This is an optimization exercise on Yosys and OpenROAD, whose aim is small area, a short achievable clock period and few clock cycles per item, not a production implementation. In this exercise RTL edits were held to simulation tests only and were not proved equivalent to the original.

<file path="flow/config.mk">
export PLATFORM = sky130hd
export DESIGN_NAME = fx_sha256
export DESIGN_NICKNAME = fx_sha256
export VERILOG_FILES = /design/flow/design.v
export SDC_FILE = /design/flow/constraint.sdc
export NUM_CORES = 4
export LEC_CHECK = 0
export ABC_AREA = 1
export CAP_MARGIN = 20
export CORE_MARGIN = 2
export CORE_UTILIZATION = 40
export CTS_CLUSTER_DIAMETER = 100
export CTS_CLUSTER_SIZE = 24
export SLEW_MARGIN = 20
</file>
<file path="flow/constraint.sdc">
create_clock -name core_clock -period 10.0 [get_ports {clk}]
set_input_delay 2.0000 -clock core_clock [delete_from_list [all_inputs] [get_ports {clk}]]
set_output_delay 2.0000 -clock core_clock [all_outputs]
set_load 0.01 [all_outputs]
</file>
<file path="flow/design.v">
module fx_sha256 (
    input  wire         clk,
    input  wire         rst,      
    input  wire         start,    
    input  wire         init,     
    input  wire [511:0] block,    
    output wire         ready,    
    output reg          done,     
    output wire [255:0] digest    
);
  localparam [255:0] IV = {32'h6a09e667, 32'hbb67ae85, 32'h3c6ef372, 32'ha54ff53a,
                           32'h510e527f, 32'h9b05688c, 32'h1f83d9ab, 32'h5be0cd19};
  reg         busy;      
  reg         fin;       
  reg         pend;      
  reg         initn;     
  reg         initf;     
  reg  [5:0]  rk;        
  reg  [2:0]  ph;        
  reg  [31:0] q [0:4];   
  reg  [31:0] p [0:4];   
  reg  [31:0] w [0:15];  
  reg  [31:0] a, b, c, d, e, f, g, h;
  reg  [31:0] x;         
  wire ld = fin | pend & ~busy;
  wire [31:0] s1  = {e[5:0], e[31:6]} ^ {e[10:0], e[31:11]} ^ {e[24:0], e[31:25]};
  wire [31:0] ch  = g ^ (e & (f ^ g));
  wire [31:0] s0  = {a[1:0], a[31:2]} ^ {a[12:0], a[31:13]} ^ {a[21:0], a[31:22]};
  wire [31:0] maj = (a & b) | (c & (a | b));
  function [63:0] csa(input [31:0] i0, input [31:0] i1, input [31:0] i2);
    csa = {i0 ^ i1 ^ i2, ((i0 & i1) | (i2 & (i0 | i1))) << 1};
  endfunction
  wire [63:0] e1  = csa(d, x, ch);
  wire [63:0] e2  = csa(e1[63:32], e1[31:0], s1);
  wire [31:0] e_n = e2[63:32] + e2[31:0];
  wire [63:0] a1  = csa(x, ch, maj);
  wire [63:0] a2  = csa(s1, s0, a1[63:32]);
  wire [63:0] a3  = csa(a2[63:32], a2[31:0], a1[31:0]);
  wire [31:0] a_n = a3[63:32] + a3[31:0];
  wire [31:0] ss0   = {w[1][6:0], w[1][31:7]} ^ {w[1][17:0], w[1][31:18]} ^ (w[1] >> 3);
  wire [31:0] ss1   = {w[14][16:0], w[14][31:17]} ^ {w[14][18:0], w[14][31:19]} ^ (w[14] >> 10);
  wire [31:0] w_new = ss1 + w[9] + ss0 + w[0];
  wire        addst = fin | (busy & ((rk >= 6'd62) | (rk == 6'd0)));
  reg  [31:0] iv_a, iv_e;
  always @(*) begin
    case (ph)
      3'd1: begin iv_a = IV[159:128]; iv_e = IV[31:0];   end
      3'd2: begin iv_a = IV[191:160]; iv_e = IV[63:32];  end
      3'd3: begin iv_a = IV[223:192]; iv_e = IV[95:64];  end
      default: begin iv_a = IV[255:224]; iv_e = IV[127:96]; end
    endcase
  end
  wire [31:0] fa_a = (initf ? iv_a : q[4]) + (addst ? a : 32'd0);
  wire [31:0] fa_e = (initf ? iv_e : p[4]) + (addst ? e : 32'd0);
  reg  [31:0] k_t;
  always @(*) begin
    case (rk)
      6'd0:  k_t = 32'h428a2f98; 6'd1:  k_t = 32'h71374491;
      6'd2:  k_t = 32'hb5c0fbcf; 6'd3:  k_t = 32'he9b5dba5;
      6'd4:  k_t = 32'h3956c25b; 6'd5:  k_t = 32'h59f111f1;
      6'd6:  k_t = 32'h923f82a4; 6'd7:  k_t = 32'hab1c5ed5;
      6'd8:  k_t = 32'hd807aa98; 6'd9:  k_t = 32'h12835b01;
      6'd10: k_t = 32'h243185be; 6'd11: k_t = 32'h550c7dc3;
      6'd12: k_t = 32'h72be5d74; 6'd13: k_t = 32'h80deb1fe;
      6'd14: k_t = 32'h9bdc06a7; 6'd15: k_t = 32'hc19bf174;
      6'd16: k_t = 32'he49b69c1; 6'd17: k_t = 32'hefbe4786;
      6'd18: k_t = 32'h0fc19dc6; 6'd19: k_t = 32'h240ca1cc;
      6'd20: k_t = 32'h2de92c6f; 6'd21: k_t = 32'h4a7484aa;
      6'd22: k_t = 32'h5cb0a9dc; 6'd23: k_t = 32'h76f988da;
      6'd24: k_t = 32'h983e5152; 6'd25: k_t = 32'ha831c66d;
      6'd26: k_t = 32'hb00327c8; 6'd27: k_t = 32'hbf597fc7;
      6'd28: k_t = 32'hc6e00bf3; 6'd29: k_t = 32'hd5a79147;
      6'd30: k_t = 32'h06ca6351; 6'd31: k_t = 32'h14292967;
      6'd32: k_t = 32'h27b70a85; 6'd33: k_t = 32'h2e1b2138;
      6'd34: k_t = 32'h4d2c6dfc; 6'd35: k_t = 32'h53380d13;
      6'd36: k_t = 32'h650a7354; 6'd37: k_t = 32'h766a0abb;
      6'd38: k_t = 32'h81c2c92e; 6'd39: k_t = 32'h92722c85;
      6'd40: k_t = 32'ha2bfe8a1; 6'd41: k_t = 32'ha81a664b;
      6'd42: k_t = 32'hc24b8b70; 6'd43: k_t = 32'hc76c51a3;
      6'd44: k_t = 32'hd192e819; 6'd45: k_t = 32'hd6990624;
      6'd46: k_t = 32'hf40e3585; 6'd47: k_t = 32'h106aa070;
      6'd48: k_t = 32'h19a4c116; 6'd49: k_t = 32'h1e376c08;
      6'd50: k_t = 32'h2748774c; 6'd51: k_t = 32'h34b0bcb5;
      6'd52: k_t = 32'h391c0cb3; 6'd53: k_t = 32'h4ed8aa4a;
      6'd54: k_t = 32'h5b9cca4f; 6'd55: k_t = 32'h682e6ff3;
      6'd56: k_t = 32'h748f82ee; 6'd57: k_t = 32'h78a5636f;
      6'd58: k_t = 32'h84c87814; 6'd59: k_t = 32'h8cc70208;
      6'd60: k_t = 32'h90befffa; 6'd61: k_t = 32'ha4506ceb;
      6'd62: k_t = 32'hbef9a3f7; default: k_t = 32'hc67178f2;
    endcase
  end
  wire [31:0] x_h  = busy ? g : (initn ? IV[31:0] : p[2]);
  wire [63:0] x1   = csa(x_h, k_t, w[0]);
  wire [31:0] x_n  = x1[63:32] + x1[31:0];
  assign ready  = busy ? (rk == 6'd0) : (~fin & ~pend & (ph == 3'd3));
  wire   accept = start & ready;
  assign digest = {q[0], q[1], q[2], q[3], p[0], p[1], p[2], p[3]};
  integer i;
  always @(posedge clk) begin
    for (i = 0; i < 15; i = i + 1)
      w[i] <= ready ? block[511 - 32*i -: 32] : w[i + 1];
    w[15] <= ready ? block[31:0] : w_new;
    x <= x_n;
    if (busy)
      {a, b, c, d, e, f, g, h} <= {a_n, a, b, c, e_n, e, f, g};
    else
      {a, b, c, d, e, f, g, h} <= initn ? IV : {fa_a, q[0], q[1], q[2], fa_e, p[0], p[1], p[2]};
    q[0] <= fa_a; q[1] <= q[0]; q[2] <= q[1]; q[3] <= q[2]; q[4] <= q[3];
    p[0] <= fa_e; p[1] <= p[0]; p[2] <= p[1]; p[3] <= p[2]; p[4] <= p[3];
    if (ready) initn <= init;
    if (rst) begin
      busy  <= 1'b0;
      fin   <= 1'b0;
      pend  <= 1'b0;
      done  <= 1'b0;
      initf <= 1'b0;
      rk    <= 6'd0;
      ph    <= 3'd3;
    end else begin
      done <= fin;
      fin  <= 1'b0;
      pend <= accept;
      ph   <= (ph == 3'd4) ? 3'd0 : ph + 3'd1;
      rk   <= (busy & (rk != 6'd0)) | (ld & pend) ? rk + 6'd1 : 6'd0;
      if (busy) begin
        if (rk == 6'd0) begin
          busy <= 1'b0;
          fin  <= 1'b1;
        end
      end else if (ld) begin
        initf <= pend & initn;
        if (pend) busy <= 1'b1;
      end
    end
  end
endmodule
</file>
<file path="flow/flow/run.sh">
#!/bin/bash
# Own layout flow: the standard flow (ORFS synthesis through the standard flow's synthesis
# script, floorplan, power grid, placement, CTS, routing) with three changes:
#  - synthesis skips Yosys's quick generic ABC pass before adder extraction
#    (SYNTH_ARGS=-noabc); the final ABC mapping still runs;
#  - port buffers are the smallest buffer instead of a delay cell;
#  - timing repair aims for a setup margin of 6.2 ns.
# The clock period and constraints are the design's.
set -euo pipefail
bash standard.sh "SYNTH_ARGS=-noabc" "SETUP_SLACK_MARGIN=6.2" \
  "BUFFER_PORTS_ARGS=-inputs -outputs -buffer_cell sky130_fd_sc_hd__buf_1" \
  finish > standard_make.log 2>&1
</file>
<file path="flow/standard.sh">
#!/bin/bash
# synth_recipe.tcl (not shown) runs the flow's synth.tcl, then flattens the netlist and writes it again
# the make line also repeats each setting of config.mk as NAME=value (left out here)
make -C /OpenROAD-flow-scripts/flow DESIGN_CONFIG=/design/flow/config.mk WORK_HOME=/design/flow/orfs CLKGATE_MAP_FILE= SYNTH_SCRIPT=/design/flow/synth_recipe.tcl "${@:-finish}"
</file>
==> run summary <==
## layout make-up
cell class,instances,area share [%]
clock buffers,66,2.401
multi-input cells,5038,49.01
repair buffers,895,6.536
diodes,18,0.07011
well taps,1781,3.469
repair inverters,2,0.02727
clock inverters,14,0.2629
flip-flops and latches,1135,35.68
inverters,419,2.549
## per-layer routing
metal / vias up / global-route usage (%) / part of all wire (%)
met5: - / 0 / 0.071
met4: 28 / 17.95 / 6.1
met3: 499 / 6.520 / 7.4
met2: 2132 / 60.66 / 48
met1: 24070 / 41.89 / 38
li1: 23160 / - / -
## state kept, by name (all words and copies together) (netlist names)
name / flops
pend: 1
busy: 1
b: 32
p: 160
q: 160
a: 32
e: 32
x: 32
k_t: 32
f: 32
d: 32
initn: 1
w: 512
c: 32
initf: 1
rk: 6
fin: 1
ph: 3
done: 1
g: 32
## repair_timing
action                                  in CTS  in global routing
pin swaps                                   51                 82
setup buffers                               43                 48
endpoints found under the setup margin     593                238
cloned                                       6                  4
resized for setup                          470                275
## kinds of logic after synthesis
group	synth area share, %
buffers and inverters	4.548
AND/OR/NAND/NOR	25.07
XOR/XNOR	5.535
adder cells (fa/ha/maj)	14.24
AO/OA/AOI/OAI	8.704
flip-flops	41.90
## worst min-delay path by stage
stage,to,cells after the start
2_1_floorplan,p[4][0]$_DFF_P_,0
3_3_place_gp,p[4][22]$_DFF_P_,0
3_5_place_dp,q[4][23]$_DFF_P_,0
4_1_cts,q[4][23]$_DFF_P_,0
5_1_grt,q[4][23]$_DFF_P_,0
6_report,p[4][21]$_DFF_P_,0
## synthesized netlist by cell type, drive strengths merged, types with 38 or more instances
cell    count  share of area, %
a21oi     333               3.1
o22a       60              0.97
ha        191               4.4
nand2    2516                17
nand4      60              0.76
o21ai     303               2.8
fa        251               9.3
nand3     305               2.9
clkbuf    183               1.3
nor2      410               2.9
xor2      147               2.4
inv       418               2.9
dfxtp    1134                42
nor3       51              0.47
buf        38              0.38
xnor2     195               3.1
a22o       41              0.66
## stage by stage
step / setup WS (ns) / area (um2) / utilization (%)
global route: 6.008 / 64240 / 47.60
detailed placement: 5.012 / 58760 / 43.54
global placement: 4.947 / 58760 / 43.54
floorplan: 6.308 / 54250 / -
CTS: 6.035 / 62720 / 46.47
finish: 6.082 / 64250 / 47.60
==> results.yml <==
outcome:
  status: "finished clean"
timing:
  rsz0062_at_grt: "true"
  period_share_pct: 39.18
  slew_violations: 0
  final-setup-viol-count: 0
  holdWs_ns: 0.3484
  skew_ns: 0.05094
  min_period_ns: 3.918
  final_hold_viol_count: 0
  fmax_mhz: 255.2
  finalSetupTns_ns: 0
  tightest_slew_ns: 1.158
  slew_headroom_pct: 22.81
floorplanning:
  ios: 774
  die_h_um: 372.3
  die_w_um: 372.3
  coreArea_um2: 135000
  dieArea_um2: 138600
  num_rows: 135
  initial_utilization_pct: 40.20
clock_network:
  clkSinkCount: 1135
  clk_pin_slew_ns: 0.10
  root_buffer: "clkbuf_16"
  cts-htree-levels: 2
  clk_latency_ns: 0.74
  clock_path_buffers: 3
  cts_buffers: 58
  cts_tree: "yes"
  hold_buffers: 0
grt:
  grt_pass1_wl_um: 349300
  grt_pass1_vias: 48840
  grt_max_degree: 214
  gr-total-overflow: 0
  antenna_found_initial: 37
  track_usage_pct: 35.26
worst_setup_path:
  crit_buf_inv: 2
  crit_chain: "ha_4 > inv_2 > nor2_4 > nand3_4 > nand2_8 > buf_6"
  cp_top_family: "simple AND/OR/NAND/NOR gates"
  critPathMaxFanout: 4
  timing.rr.start: "a[19]$_DFF_P_"
  slowest_delay_ns: 0.39
  arrival_ns: 1.92
  end_kind: "output port"
  crit_required_ns: 8.00
  crit_path_top_delay_cell: "dfxtp_4"
  crit_end: "ready"
  cp-start-kind: "flip-flop"
  regToRegSetupSlack_ns: 6.12
  rr_endpoint: "a[28]$_DFF_P_"
  cp_num_cells: 6
  crit_type: "reg -> out"
  crit_path_start: "ph[1]$_SDFF_PP1_"
  r2r_cells: 16
synthesis:
  synth-edff-count: 1
  syn_avg_cell_area_um2: 7.965
  ys.warnings.count: 4
  synth_seq_cells: 1135
  syn-num-nets: 7769
  synthCells: 6811
  dominantRegCellSynth: "dfxtp_1"
  netlist_area_um2: 54250
  synthDistinctLibCells: 51
  async_reset_ff_share_pct: 0
  synth_sequential_area_ratio_pct: 41.90
cells_and_area:
  ff_latch_area_um2: 22920
  fillers: 13650
  mostFrequentLayoutCells: "nand2_1 (2460), dfxtp_1 (1037), buf_1 (772), inv_1 (392), nor2_1 (369)"
  nets: 8507
  drive_gt1_share_pct: 9.988
  multi_input_area_um2: 31490
  area_delta_synth_final_pct: 18.43
  instances_no_fill: 9368
  final_common_cell: "nand2_1"
placement:
  place.detailed.hpwl_um: 202200
  dp.cells: 9169
  gp_congestion: 1.007
  io_buffers: 773
min_path:
  min-delay-path-class: "reg -> reg"
  hp-start: "p[3][21]$_DFF_P_"
route:
  routed_via_density: 5.326
  routed_wl_um: 252600
  ant_nets: 0
  drc: 0
  wire_per_inst_um: 26.96
  drtIter0Drc: 4946
  vias: 49900
  firstDrtPassIters: 6
run:
  max_cap_viol_count: 0
Testbench counts, summed over its fixed seeds: cycles 83,224, blocks 1,280.

-- static timing again, ports no longer ideal --
The flow's constraints put no driver on any port. The routed layout listed below was extracted and timed again, unchanged, in two steps. Step 1, drivers: a clkbuf_16 drives clk and a buf_2 each remaining input, both assumed. Step 2 also shifts input and output timing later by t, the mid clock arrival at the registers, as if the neighbouring blocks saw the same clock. a / b / c = ideal / step 1 / step 2; a / b = the first two.
t, ns: 0.795
slack for setup (ns): 6.082 / 5.996 / 5.419
hold slack, ns: 0.348 / 0.348 / 0.348
After both steps this run still meets setup and hold. The setup slack of this run moves by -0.086 ns with the drivers and by -0.663 ns with both steps.
